Background: an optimization exercise with open tools, aiming at small area, a short achievable clock period and few clock cycles. Do not read the settings as production practice. In this exercise RTL edits were held to simulation tests only and were not proved equivalent to the original. Power figures rest on the tool's default switching activity, not on a simulated workload.

== ember ==
==> flow/design.v <==
module r48_round (
    input  wire               sign,
    input  wire signed [13:0] exp,      
    input  wire        [36:0] mant,     
    input  wire               guard,
    input  wire               sticky,
    output reg         [47:0] result,
    output reg                ovf
);
    wire        round_up = guard & (sticky | mant[0]);
    wire [37:0] sum      = {1'b0, mant} + {37'd0, round_up};
    wire signed [13:0] exp_r = sum[37] ? exp + 14'sd1 : exp;
    wire [35:0] frac     = sum[37] ? 36'd0 : sum[35:0];
    wire signed [13:0] biased = exp_r + 14'sd1023;
    always @* begin
        ovf = 1'b0;
        if (exp_r < -14'sd1022) begin
            result = {sign, 47'd0};
        end else if (exp_r > 14'sd1023) begin
            result = {sign, 11'h7FF, 36'd0};
            ovf    = 1'b1;
        end else begin
            result = {sign, biased[10:0], frac};
        end
    end
endmodule
module r48_divsqrt_core #(
    parameter integer K  = 4,
    parameter integer S  = 40
) (
    input  wire [S/K-1:0] ph,        
    input  wire [S/K-1:0] phs,       
    input  wire [S:0]    rem,
    input  wire [S-1:0]  quo,
    input  wire [S:0]    dvs,
    output wire [S:0]    rem_nx,
    output wire [S-1:0]  quo_nx,
    output wire [3:0]    rem_z,      
    output wire [S:0]    dvs_nx
);
    localparam integer K2 = K / 2;
    wire [S:0]   r [0:K2];
    wire [S-1:0] q [0:K2];
    wire [3:0]   z [1:K2];
    wire [S:0]   x [0:K2];
    assign x[0] = dvs;
    assign r[0] = rem;
    assign q[0] = quo;
    genvar t, b;
    generate
        for (t = 0; t < K2; t = t + 1) begin : g_step
            wire [S-1:0] m1, m2, ms1, ms2;
            for (b = 0; b < S; b = b + 1) begin : g_m
                if ((S - 1 - b) % K == 2 * t) begin : g_1
                    assign m1[b]  = ph[(S - 1 - b) / K];
                    assign ms1[b] = phs[(S - 1 - b) / K];
                end else begin : g_1n
                    assign m1[b]  = 1'b0;
                    assign ms1[b] = 1'b0;
                end
                if ((S - 1 - b) % K == 2 * t + 1) begin : g_2
                    assign m2[b]  = ph[(S - 1 - b) / K];
                    assign ms2[b] = phs[(S - 1 - b) / K];
                end else begin : g_2n
                    assign m2[b]  = 1'b0;
                    assign ms2[b] = 1'b0;
                end
            end
            r48_step2 #(.S(S)) u_step (
                .m1(m1), .m2(m2), .ms1(ms1), .ms2(ms2),
                .dvs(x[t]), .rem(r[t]), .quo(q[t]),
                .dvs_nx(x[t+1]), .rem_nx(r[t+1]), .quo_nx(q[t+1]), .rem_z(z[t+1])
            );
        end
    endgenerate
    assign rem_nx = r[K2];
    assign quo_nx = q[K2];
    assign rem_z  = z[K2];
    assign dvs_nx = x[K2];
endmodule
module r48_step2 #(
    parameter integer S = 40
) (
    input  wire [S-1:0] m1,        
    input  wire [S-1:0] m2,        
    input  wire [S-1:0] ms1,       
    input  wire [S-1:0] ms2,       
    input  wire [S:0]   dvs,       
    input  wire [S:0]   rem,
    input  wire [S-1:0] quo,
    output wire [S:0]   dvs_nx,
    output wire [S:0]   rem_nx,
    output wire [S-1:0] quo_nx,
    output wire [3:0]   rem_z
);
    wire [S:0]   t1  = dvs | {1'b0, ms1};
    wire [S:0]   t20 = dvs | {1'b0, ms2};
    wire [S:0]   t21 = dvs | {ms1, 1'b0} | {1'b0, ms2};
    wire [S+3:0] d1  = {2'b00, rem, 1'b0} - {3'b000, t1};
    wire [S+3:0] d20 = {1'b0, rem, 2'b00} - {3'b000, t20};
    wire [S+3:0] d21 = {1'b0, rem, 2'b00} - {2'b00, t1, 1'b0} - {3'b000, t21};
    wire         f1  = !d1[S+3];
    wire         f2  = f1 ? !d21[S+3] : !d20[S+3];
    assign rem_nx = f1 ? (f2 ? d21[S:0] : {d1[S-1:0], 1'b0})
                       : (f2 ? d20[S:0] : {rem[S-2:0], 2'b00});
    assign quo_nx = quo | (m1 & {S{f1}}) | (m2 & {S{f2}});
    assign dvs_nx = dvs | ({ms1, 1'b0} & {(S+1){f1}}) | ({ms2, 1'b0} & {(S+1){f2}});
    assign rem_z  = {d21 == {(S+4){1'b0}},
                     {rem, 1'b0} == {1'b0, t1},
                     {rem, 2'b00} == {2'b00, t20},
                     rem == {(S+1){1'b0}}};
endmodule
module real48_divsqrt (
    input  wire        clk,
    input  wire        rst,
    input  wire        in_valid,
    output wire        in_ready,
    input  wire        in_op,        
    input  wire [47:0] in_a,
    input  wire [47:0] in_b,
    output reg         out_valid,
    output reg  [47:0] out_result,
    output reg         out_ovf,
    output reg         out_finv,
    output reg         out_fdz
);
    localparam integer K  = 2;           
    localparam integer S  = 40;          
    localparam integer NC = S / K;       
    reg          busy;                   
    reg [NC-1:0] ph;                     
    reg [NC-1:0] phs;                    
    wire         last = ph[NC-1];
    assign in_ready = !busy || last;
    wire accept = in_valid && in_ready && !rst;
    wire        sa = in_a[47];
    wire        sb = in_b[47];
    wire [10:0] ea = in_a[46:36];
    wire [10:0] eb = in_b[46:36];
    wire        fa_nz  = (in_a[35:0] != 36'd0);
    wire        fb_nz  = (in_b[35:0] != 36'd0);
    wire        a_max  = (ea == 11'h7FF);
    wire        b_max  = (eb == 11'h7FF);
    wire        a_nan  = a_max && fa_nz;
    wire        b_nan  = b_max && fb_nz;
    wire        a_inf  = a_max && !fa_nz;
    wire        b_inf  = b_max && !fb_nz;
    wire        a_zero = (ea == 11'd0);
    wire        b_zero = (eb == 11'd0);
    wire        sq     = sa ^ sb;
    reg       spec;
    reg [1:0] spec_kind;
    reg       spec_sign, spec_fdz;
    always @* begin
        spec      = 1'b1;
        spec_kind = 2'd0;
        spec_sign = sq;
        spec_fdz  = 1'b0;
        if (!in_op) begin
            if (a_nan || b_nan || (a_zero && b_zero) || (a_inf && b_inf))
                spec_kind = 2'd2;
            else if (a_inf)  spec_kind = 2'd1;
            else if (b_inf)  spec_kind = 2'd0;
            else if (b_zero) begin spec_kind = 2'd1; spec_fdz = 1'b1; end
            else if (a_zero) spec_kind = 2'd0;
            else             spec = 1'b0;
        end else begin
            spec_sign = sa;
            if (a_nan || (sa && !a_zero)) spec_kind = 2'd2;
            else if (a_zero)              spec_kind = 2'd0;
            else if (a_inf)               spec_kind = 2'd1;
            else                          spec = 1'b0;
        end
    end
    reg       spec_q;
    reg [1:0] kind_q;
    reg       fdz_q;
    reg               sign_q;
    reg signed [13:0] exp_q;
    reg        [S:0]  rem_q;
    reg      [S-1:0]  quo_q;
    reg        [S:0]  div_q;             
    wire signed [13:0] p    = $signed({3'b000, ea}) - 14'sd1059;
    wire signed [13:0] p_ev = p - {13'd0, p[0]};
    wire        [36:0] m_a  = {1'b1, in_a[35:0]};
    wire [S:0] rem_init = (in_op && p[0]) ? ({{(S-37){1'b0}}, m_a} << (S-37))
                                          : ({{(S-37){1'b0}}, m_a} << (S-38));
    wire [S:0]   rem_nx;
    wire [S-1:0] quo_nx;
    wire [3:0]   rem_z;
    wire [S:0]   dvs_nx;
    r48_divsqrt_core #(.K(K), .S(S)) u_core (
        .ph(ph), .phs(phs), .rem(rem_q), .quo(quo_q), .dvs(div_q),
        .rem_nx(rem_nx), .quo_nx(quo_nx), .rem_z(rem_z), .dvs_nx(dvs_nx)
    );
    reg               o_spec;
    reg [1:0]         o_kind;
    reg               o_fdz;
    reg               o_sign;
    reg signed [13:0] o_exp;             
    reg        [36:0] o_mant;            
    reg               o_guard;
    reg               o_sel;             
    reg     [S-39:0]  o_low;             
    reg        [3:0]  o_rem_z;
    wire sel_c = quo_q[S-1];
    wire        rem_nz   = !o_rem_z[o_low[1:0]];
    wire        r_sticky = rem_nz | (o_sel ? |o_low : |o_low[S-40:0]);
    wire [36:0] r_mant   = o_mant;
    wire        r_guard  = o_guard;
    wire signed [13:0] r_exp = o_exp;
    wire [47:0] rnd_res;
    wire        rnd_ovf;
    r48_round u_round (
        .sign(o_sign), .exp(r_exp), .mant(r_mant),
        .guard(r_guard), .sticky(r_sticky),
        .result(rnd_res), .ovf(rnd_ovf)
    );
    wire [47:0] res_c = !o_spec ? rnd_res :
                        (o_kind == 2'd2) ? 48'h7FF8_0000_0000 :
                        {o_sign, {11{o_kind[0]}}, 36'd0};
    wire        ovf_c  = !o_spec && rnd_ovf;
    wire        finv_c = o_spec && o_kind[1];
    wire        fdz_c  = o_spec && o_fdz;
    reg         o_valid;
    wire done = busy && last;
    always @(posedge clk) begin
        if (rst) begin
            busy      <= 1'b0;
            spec_q    <= 1'b0;
            o_valid   <= 1'b0;
            out_valid <= 1'b0;
        end else begin
            o_valid   <= done | spec_q;
            out_valid <= o_valid;
            spec_q    <= accept && spec;
            if (accept && !spec) busy <= 1'b1;
            else if (last)       busy <= 1'b0;
        end
        out_result <= res_c;
        out_ovf    <= ovf_c;
        out_finv   <= finv_c;
        out_fdz    <= fdz_c;
        o_spec   <= !done;
        o_sign   <= sign_q;
        o_kind   <= kind_q;
        o_fdz    <= fdz_q;
        o_exp    <= sel_c ? exp_q : exp_q - 14'sd1;
        o_mant   <= sel_c ? quo_nx[S-1:S-37] : quo_nx[S-2:S-38];
        o_guard  <= sel_c ? quo_nx[S-38] : quo_nx[S-39];
        o_sel    <= sel_c;
        o_low    <= quo_nx[S-39:0];
        o_rem_z  <= rem_z;
        if (accept) begin
            kind_q  <= spec_kind;
            fdz_q   <= spec_fdz;
            sign_q  <= in_op && !spec ? 1'b0 : spec_sign;
            exp_q   <= in_op ? 14'sd18 + (p_ev >>> 1)
                             : $signed({3'b000, ea}) - $signed({3'b000, eb});
        end
        if (accept) begin
            rem_q   <= rem_init;
            quo_q   <= {S{1'b0}};
            div_q   <= in_op ? {(S+1){1'b0}} : {1'b0, 1'b1, in_b[35:0], {(S-37){1'b0}}};
            ph      <= {{(NC-1){1'b0}}, 1'b1};
            phs     <= {{(NC-1){1'b0}}, in_op};
        end else begin
            rem_q   <= rem_nx;
            quo_q   <= quo_nx;
            div_q   <= dvs_nx;
            ph      <= {ph[NC-2:0], 1'b0};
            phs     <= {phs[NC-2:0], 1'b0};
        end
    end
endmodule
make LEC_CHECK=0 CAP_MARGIN=20 CORE_MARGIN=2 CORE_UTILIZATION=60 SETUP_SLACK_MARGIN=5 SLEW_MARGIN=20 finish   # period 10.0 ns
run.sh (not shown) runs the stock make flow with config.mk's settings and CLKGATE_MAP_FILE= SYNTH_SCRIPT=/design/flow/synth_recipe.tcl, a recipe that flattens the netlist after the stock synthesis.
Testbench counts of ember, summed over its fixed seeds: cycles 61,231.
The following lists how zinc was set up differently from ember:
-- flow/design.v --
<<< ember, line 126
);
    localparam integer K  = 2;           
    localparam integer S  = 40;          
    localparam integer NC = S / K;       
    reg          busy;                   
>>> zinc, line 126
);
    localparam integer K  = 2;           
    localparam integer S  = 38;          
    localparam integer NC = S / K;       
    reg          busy;                   
<<< ember, line 177
    reg       fdz_q;
    reg               sign_q;
    reg signed [13:0] exp_q;
    reg        [S:0]  rem_q;
>>> zinc, line 177
    reg       fdz_q;
    reg               sign_q;
    reg               dbl_q;             
    reg signed [13:0] exp_q;
    reg        [S:0]  rem_q;
<<< ember, line 184
    wire signed [13:0] p_ev = p - {13'd0, p[0]};
    wire        [36:0] m_a  = {1'b1, in_a[35:0]};
    wire [S:0] rem_init = (in_op && p[0]) ? ({{(S-37){1'b0}}, m_a} << (S-37))
                                          : ({{(S-37){1'b0}}, m_a} << (S-38));
    wire [S:0]   rem_nx;
    wire [S-1:0] quo_nx;
>>> zinc, line 185
    wire signed [13:0] p_ev = p - {13'd0, p[0]};
    wire        [36:0] m_a  = {1'b1, in_a[35:0]};
    wire       a_lt_b   = (in_a[35:0] < in_b[35:0]);
    wire       dbl      = in_op ? p[0] : a_lt_b;
    wire [S:0] rem_init = dbl ? ({{(S+1-37){1'b0}}, m_a} << (S-37))
                              : ({{(S+1-37){1'b0}}, m_a} << (S-38));
    wire [S:0]   rem_nx;
    wire [S-1:0] quo_nx;
<<< ember, line 201
    reg        [36:0] o_mant;            
    reg               o_guard;
    reg               o_sel;             
    reg     [S-39:0]  o_low;             
    reg        [3:0]  o_rem_z;
    wire sel_c = quo_q[S-1];
    wire        rem_nz   = !o_rem_z[o_low[1:0]];
    wire        r_sticky = rem_nz | (o_sel ? |o_low : |o_low[S-40:0]);
    wire [36:0] r_mant   = o_mant;
    wire        r_guard  = o_guard;
>>> zinc, line 204
    reg        [36:0] o_mant;            
    reg               o_guard;
    reg        [3:0]  o_rem_z;
    wire        rem_nz   = !o_rem_z[{o_mant[0], o_guard}];
    wire        r_sticky = rem_nz;
    wire [36:0] r_mant   = o_mant;
    wire        r_guard  = o_guard;
<<< ember, line 246
        o_kind   <= kind_q;
        o_fdz    <= fdz_q;
        o_exp    <= sel_c ? exp_q : exp_q - 14'sd1;
        o_mant   <= sel_c ? quo_nx[S-1:S-37] : quo_nx[S-2:S-38];
        o_guard  <= sel_c ? quo_nx[S-38] : quo_nx[S-39];
        o_sel    <= sel_c;
        o_low    <= quo_nx[S-39:0];
        o_rem_z  <= rem_z;
        if (accept) begin
            kind_q  <= spec_kind;
            fdz_q   <= spec_fdz;
            sign_q  <= in_op && !spec ? 1'b0 : spec_sign;
>>> zinc, line 246
        o_kind   <= kind_q;
        o_fdz    <= fdz_q;
        o_exp    <= dbl_q ? exp_q - 14'sd1 : exp_q;
        o_mant   <= quo_nx[S-1:S-37];
        o_guard  <= quo_nx[S-38];
        o_rem_z  <= rem_z;
        if (accept) begin
            kind_q  <= spec_kind;
            dbl_q   <= !in_op && a_lt_b;
            fdz_q   <= spec_fdz;
            sign_q  <= in_op && !spec ? 1'b0 : spec_sign;
==> notes.md <==
Against ember, zinc reports a average instance area after synthesis that is lower.
For ember, the worst setup path startpoint was phs[7]$_SDFF_PP0_, unlike zinc, where it was in_b[35].
Taking ember as the reference, in zinc routed wire length has increased; sequential share of layout area went down; final net count rose about 0.6%; internal power consumption now smaller.
Testbench counts of zinc, summed over its fixed seeds: cycles 58,178.

==> static timing again, ports no longer ideal <==
No port has a modelled driver above. Below, the same layouts with a new extraction and two added sets of constraints. Step 1: set_driving_cell puts a clkbuf_16 on clk and a buf_2 on each other input, an assumption about the parent block. Step 2 moves the port delays by t, midway between the first and last clock arrival at a register: inputs arrive t later, outputs are due t later. That takes back most of the time a late clock gives input paths. a / b / c = ideal / step 1 / step 2; a / b = the first two.
run	shift t [ns]	setup WS [ns]	worst hold slack (ns)	worst data-port slew with drivers (ns)
ember	0.597	5.240 / 5.240 / 4.884	0.340 / 0.340 / 0.340	0.09
zinc	0.647	5.055 / 5.087 / 4.440	0.342 / 0.342 / 0.342	0.09
After both steps setup and hold are still met in every run listed. For zinc, which loses most, drivers alone change the setup slack by +0.032 ns; drivers and shift together by -0.615 ns.
